What follows belongs to an exercise in optimizing a design on an open flow for small area, a short achievable clock period and few clock cycles; a production flow would make more cautious choices. In this exercise RTL edits were held to simulation tests only and were not proved equivalent to the original.

==> module fp_div, before the edit <==
module fp_div #(parameter B = 7, NC = 4) (
    input  wire        clk,
    input  wire        start,
    input  wire [31:0] a,
    input  wire [31:0] b,
    output reg         rdy,
    output reg  [31:0] result,
    output wire        q_neg,       
    output wire        q_small      
);
    localparam K = B * NC;                  
    wire a_nan  = (&a[30:23]) & (|a[22:0]);
    wire b_nan  = (&b[30:23]) & (|b[22:0]);
    wire a_inf  = (&a[30:23]) & ~(|a[22:0]);
    wire b_inf  = (&b[30:23]) & ~(|b[22:0]);
    wire a_zero = ~|a[30:0];
    wire b_zero = ~|b[30:0];
    wire an = |a[30:23], bn = |b[30:23];
    wire spec   = a_nan | b_nan | a_inf | b_inf | a_zero | b_zero;
    wire [31:0] spec_v = (a_nan | b_nan | (a_inf & b_inf) | (a_zero & b_zero)) ? 32'h7FC00000 :
                         (a_inf | b_zero) ? {a[31] ^ b[31], 8'hFF, 23'd0} : {a[31] ^ b[31], 31'd0};
    wire signed [9:0] e_q0 = $signed({2'd0, a[30:24], a[23] | ~an})
                           - $signed({2'd0, b[30:24], b[23] | ~bn}) + 10'sd127;
    wire [23:0] ma = {an, a[22:0]};
    wire [23:0] mb = {bn, b[22:0]};
    reg  [4:0] lza, lzb;
    integer k;
    always @* begin
        lza = 5'd0; lzb = 5'd0;
        for (k = 0; k < 24; k = k + 1) begin
            if (ma[k]) lza = 5'd23 - k[4:0];
            if (mb[k]) lzb = 5'd23 - k[4:0];
        end
    end
    reg         busy, norm;
    reg  [2:0]  cnt;
    reg  [24:0] rem;       
    reg  [23:0] dv;
    reg  [K-1:0] quot;
    reg  signed [9:0] ex;
    reg         sg;
    assign q_neg   = sg;
    assign q_small = ex < 10'sd252;
    wire        first = start & an & bn;
    wire [24:0] r_in  = first ? {1'b0, 1'b1, a[22:0]} : rem;
    wire [23:0] d_in  = first ? {1'b1, b[22:0]} : dv;
    reg  [24:0] r;
    reg  [25:0] t;
    reg  [K-1:0] q;
    integer i;
    always @* begin
        r = r_in;
        q = first ? {K{1'b0}} : quot;
        for (i = 0; i < B; i = i + 1) begin
            t = {1'b0, r} - {2'b00, d_in};
            q = {q[K-2:0], ~t[25]};
            r = t[25] ? {r[23:0], 1'b0} : {t[23:0], 1'b0};
        end
    end
    wire        hi1  = q[K-1];
    wire [24:0] qs   = hi1 ? q[K-1:K-25] : q[K-2:K-26];
    wire        stk  = (hi1 ? |q[K-26:0] : ((K > 26) ? |q[K-27:0] : 1'b0)) | (|r);
    wire [31:0] rounded;
    fp_round u_round (.sign(sg), .exp(hi1 ? ex : ex - 10'sd1), .sig({qs, stk}), .result(rounded));
    always @(posedge clk) begin
        if (start) begin
            sg   <= a[31] ^ b[31];
            rdy  <= spec;
            busy <= ~spec;
            norm <= ~spec & ~(an & bn);
            result <= spec_v;
            ex   <= e_q0;
            cnt  <= 3'd1;
            rem  <= r;
            quot <= q;
            dv   <= {1'b1, b[22:0]};
            if (~an | ~bn) begin
                rem  <= {1'b0, ma << lza};
                dv   <= mb << lzb;
                quot <= {K{1'b0}};
                cnt  <= 3'd0;
                ex   <= e_q0 - $signed({5'd0, lza}) + $signed({5'd0, lzb});
            end
        end else if (busy) begin
            rem  <= r;
            quot <= q;
            cnt  <= cnt + 3'd1;
            if (cnt == NC - 1) begin
                busy   <= 1'b0;
                rdy    <= 1'b1;
                result <= rounded;
            end
        end
    end
endmodule
export LEC_CHECK = 0
export ABC_AREA = 1
export CAP_MARGIN = 20
export CORE_MARGIN = 2
export CORE_UTILIZATION = 45
export SLEW_MARGIN = 20
create_clock -name core_clock -period 50.0 [get_ports {clk}]
standard.sh (not shown) runs the stock make flow with config.mk's settings and CLKGATE_MAP_FILE= SYNTH_SCRIPT=/design/flow/synth_recipe.tcl, a recipe that flattens the netlist after the stock synthesis.
==> flow/flow/run.sh <==
#!/bin/bash
# Layout flow: the standard layout (standard.sh) unchanged, except that
# repair_timing aims at a setup slack margin, so it shortens the critical
# paths well below the 50 ns clock instead of stopping once they fit in it.
set -euo pipefail
bash standard.sh SETUP_SLACK_MARGIN=35 finish > standard.log 2>&1
The first run finished with timing, DRC and antenna clean.
Testbench counts at the start, summed over its fixed seeds: cycles 88,179.
==> next run, changes <==
--- a/flow/design.v
+++ b/flow/design.v
@@ -814,7 +814,8 @@
     output reg         rdy,
     output reg  [31:0] result,
     output wire        q_neg,       
-    output wire        q_small      
+    output wire        q_small,     
+    output wire signed [9:0] q_exp  
 );
     localparam K = B * NC;                  
     wire a_nan  = (&a[30:23]) & (|a[22:0]);
@@ -831,16 +832,15 @@
                            - $signed({2'd0, b[30:24], b[23] | ~bn}) + 10'sd127;
     wire [23:0] ma = {an, a[22:0]};
     wire [23:0] mb = {bn, b[22:0]};
-    reg  [4:0] lza, lzb;
+    reg  [4:0] lza;
     integer k;
     always @* begin
-        lza = 5'd0; lzb = 5'd0;
+        lza = 5'd0;
         for (k = 0; k < 24; k = k + 1) begin
             if (ma[k]) lza = 5'd23 - k[4:0];
-            if (mb[k]) lzb = 5'd23 - k[4:0];
         end
     end
-    reg         busy, norm;
+    reg         busy;
     reg  [2:0]  cnt;
     reg  [24:0] rem;       
     reg  [23:0] dv;
@@ -849,6 +849,7 @@
     reg         sg;
     assign q_neg   = sg;
     assign q_small = ex < 10'sd252;
+    assign q_exp   = ex;
     wire        first = start & an & bn;
     wire [24:0] r_in  = first ? {1'b0, 1'b1, a[22:0]} : rem;
     wire [23:0] d_in  = first ? {1'b1, b[22:0]} : dv;
@@ -875,7 +876,6 @@
             sg   <= a[31] ^ b[31];
             rdy  <= spec;
             busy <= ~spec;
-            norm <= ~spec & ~(an & bn);
             result <= spec_v;
             ex   <= e_q0;
             cnt  <= 3'd1;
@@ -884,11 +884,14 @@
             dv   <= {1'b1, b[22:0]};
             if (~an | ~bn) begin
                 rem  <= {1'b0, ma << lza};
-                dv   <= mb << lzb;
+                dv   <= mb;
                 quot <= {K{1'b0}};
                 cnt  <= 3'd0;
-                ex   <= e_q0 - $signed({5'd0, lza}) + $signed({5'd0, lzb});
+                ex   <= e_q0 - $signed({5'd0, lza});
             end
+        end else if (busy && !dv[23]) begin
+            dv   <= {dv[22:0], 1'b0};
+            ex   <= ex + 10'sd1;
         end else if (busy) begin
             rem  <= r;
             quot <= q;
What happened:
- cell count goes down by 3.8%
- via count fell by 4.0%
- flip-flop and latch count does not change
- first-iteration DRC count is lower by 3.6%
- sequential share of layout area grows by 0.29 points
- design area goes down by 1.5%
- worst setup slack loses 0.33 ns
- synthesized area drops by 2.2%
- routed wire length decreases by 3.0%
- critical path depth falls by 5
Testbench counts after the change, summed over its fixed seeds: cycles 88,179.

## static timing again, ports no longer ideal
How much do the figures lean on ideal ports? The routed layouts below were timed once more, with nothing changed but the port constraints.
Step 1, drivers: a clkbuf_16 drives clk and a buf_2 each remaining input, both assumed.
Step 2 also shifts input and output timing later by t, the mid clock arrival at the registers, as if the neighbouring blocks saw the same clock.
a / b / c = no drivers / after step 1 / after step 2; a / b = the first two.
| run | shift t [ns] | slack for setup (ns) | worst data-port slew with drivers (ns) |
|---|---|---|---|
| the first run | 0.844 | 34.361 / 34.270 / 34.893 | 0.13 |
| the second run | 0.804 | 34.028 / 33.947 / 34.603 | 0.11 |
After both steps setup and hold are still met in every run listed.
